Context: an optimization exercise on an open-source flow, tuned for small area. The choices shown serve that exercise and are no tape-out recipe.
Only simulation tests tie the RTL to the original design; equivalence was not proved.

==> flow/design.v (excerpt) <==
module col_ycc2rgb (
    input  wire        clk,
    input  wire        rst,
    input  wire        in_valid,
    input  wire [1:0]  depth,
    input  wire        full_range,
    input  wire        yc2020,
    input  wire [15:0] y,
    input  wire [15:0] cb,
    input  wire [15:0] cr,
    output reg         out_valid,
    output reg  [15:0] out_r,
    output reg  [15:0] out_g,
    output reg  [15:0] out_b
);
==> flow/config.mk <==
export PLATFORM = sky130hd
export DESIGN_NAME = col_ycc2rgb
export DESIGN_NICKNAME = col_ycc2rgb
export VERILOG_FILES = /design/flow/design.v
export SDC_FILE = /design/flow/constraint.sdc
export NUM_CORES = 4
export LEC_CHECK = 0
export ABC_AREA = 1
export CAP_MARGIN = 20
export CORE_MARGIN = 2
export CORE_UTILIZATION = 50
export GPL_TIMING_DRIVEN = 0
export SLEW_MARGIN = 20
export SYNTH_HIERARCHICAL = 1
==> flow/constraint.sdc <==
create_clock -name core_clock -period 12.0 [get_ports {clk}]
set_input_delay 2.4000 -clock core_clock [delete_from_list [all_inputs] [get_ports {clk}]]
set_output_delay 2.4000 -clock core_clock [all_outputs]
set_load 0.01 [all_outputs]
standard.sh (not shown) runs the stock make flow with config.mk's settings and CLKGATE_MAP_FILE= SYNTH_SCRIPT=/design/flow/synth_recipe.tcl, a recipe that flattens the netlist after the stock synthesis.
==> flow/flow/run.sh <==
#!/bin/bash
# The standard layout (standard.sh, unchanged synthesis), with each port
# buffer made from the smallest buffer cell instead of a delay buffer.
set -e
cd "$(dirname "$0")/.."
export BUFFER_PORTS_ARGS="-buffer_cell sky130_fd_sc_hd__buf_2"
bash standard.sh > standard.log 2>&1
The baseline completed with no timing, DRC or antenna violations.
Next try:
--- a/flow/flow/run.sh
+++ b/flow/flow/run.sh
@@ -6 +6,2 @@
-export BUFFER_PORTS_ARGS="-buffer_cell sky130_fd_sc_hd__buf_2"
+export BUFFER_PORTS_ARGS="-buffer_cell sky130_fd_sc_hd__buf_1"
+export REMOVE_ABC_BUFFERS=1
- CAP_MARGIN: 20 -> 0
- CTS_BUF_LIST: unset -> sky130_fd_sc_hd__clkbuf_4 sky130_fd_sc_hd__clkbuf_8
- SLEW_MARGIN: 20 -> 0
First-iteration DRC count fell by 12%. Core utilization shrinks by 0.32 points. Via count fell by 6.0%. Setup slack gets better by 0.028 ns.
Next try:
==> flow/run.sh (new file) <==
#!/bin/bash
# synth_recipe.tcl (not shown) runs the flow's synth.tcl, then flattens the netlist and writes it again
# the make line also repeats each setting of config.mk as NAME=value (left out here)
make -C /OpenROAD-flow-scripts/flow DESIGN_CONFIG=/design/flow/config.mk WORK_HOME=/design/flow/orfs CLKGATE_MAP_FILE= SYNTH_SCRIPT=/design/flow/synth_recipe.tcl finish
- CAP_MARGIN: 0 -> 20
- CTS_BUF_LIST: sky130_fd_sc_hd__clkbuf_4 sky130_fd_sc_hd__clkbuf_8 -> unset
- GPL_TIMING_DRIVEN: 0 -> unset
- SLEW_MARGIN: 0 -> 20
removed: flow/flow/run.sh
removed: flow/standard.sh
Sequential share of layout area decreases by 0.15 points.
Flip-flop and latch count is unchanged.
Setup slack gets better by 0.34 ns.
Final area increases by a few percent.
Via count increases by a few percent.
Hold slack gets better by 0.42 ns.
Core utilization increases by 2.3 points.
Fmax increases by a few percent.
Area after synthesis stays the same.
Next try:
==> flow/flow/run.sh (new file) <==
#!/bin/bash
# The standard layout (standard.sh, unchanged synthesis), with each port
# buffer made from the smallest buffer cell instead of a delay buffer.
set -e
cd "$(dirname "$0")/.."
export BUFFER_PORTS_ARGS="-buffer_cell sky130_fd_sc_hd__buf_1"
bash standard.sh > standard.log 2>&1
==> flow/standard.sh (new file) <==
#!/bin/bash
# synth_recipe.tcl (not shown) runs the flow's synth.tcl, then flattens the netlist and writes it again
# the make line also repeats each setting of config.mk as NAME=value (left out here)
make -C /OpenROAD-flow-scripts/flow DESIGN_CONFIG=/design/flow/config.mk WORK_HOME=/design/flow/orfs CLKGATE_MAP_FILE= SYNTH_SCRIPT=/design/flow/synth_recipe.tcl "${@:-finish}"
- GPL_TIMING_DRIVEN: unset -> 0
removed: flow/run.sh
After rerunning: The changed run completed with no timing, DRC or antenna violations. Global-route usage rises by 4.6 points. Maximum frequency fell slightly. Synthesized area is unchanged. Critical path depth shrinks by 3. Core utilization drops by 1.9 points. Worst setup slack gets worse by 0.21 ns.

==> afterwards: timing with drivers on the ports <==
The flow's constraints put no driver on any port. The routed layouts listed below were extracted and timed again, unchanged, in two steps. Step 1 (the two cells are an assumption about what drives the block):
set clk [get_ports {clk}]
set_driving_cell -lib_cell sky130_fd_sc_hd__clkbuf_16 $clk
set_driving_cell -lib_cell sky130_fd_sc_hd__buf_2 [delete_from_list [all_inputs] $clk]
Step 2 moves the port delays by t, midway between the first and last clock arrival at a register: inputs arrive t later, outputs are due t later. That takes back most of the time a late clock gives input paths. Three values: ideal ports, drivers, drivers and shift; two values: the first two.
run | shift t [ns] | slack for setup (ns) | worst data-port slew with drivers (ns) | pins driven straight from the clock port
the first run | 0.334 | 0.262 / 0.276 / -0.058 | 0.04 | 1
the second run | 0.393 | 0.291 / 0.293 / -0.100 | 0.07 | 1
the third run | 0.354 | 0.627 / 0.638 / 0.284 | 0.05 | 1
the fourth run | 0.342 | 0.415 / 0.426 / 0.084 | 0.04 | 1
Met with ideal ports but missed after step 2: setup timing in the first run and the second run. For the second run, which loses most, drivers alone change the setup slack by +0.002 ns; drivers and shift together by -0.391 ns.
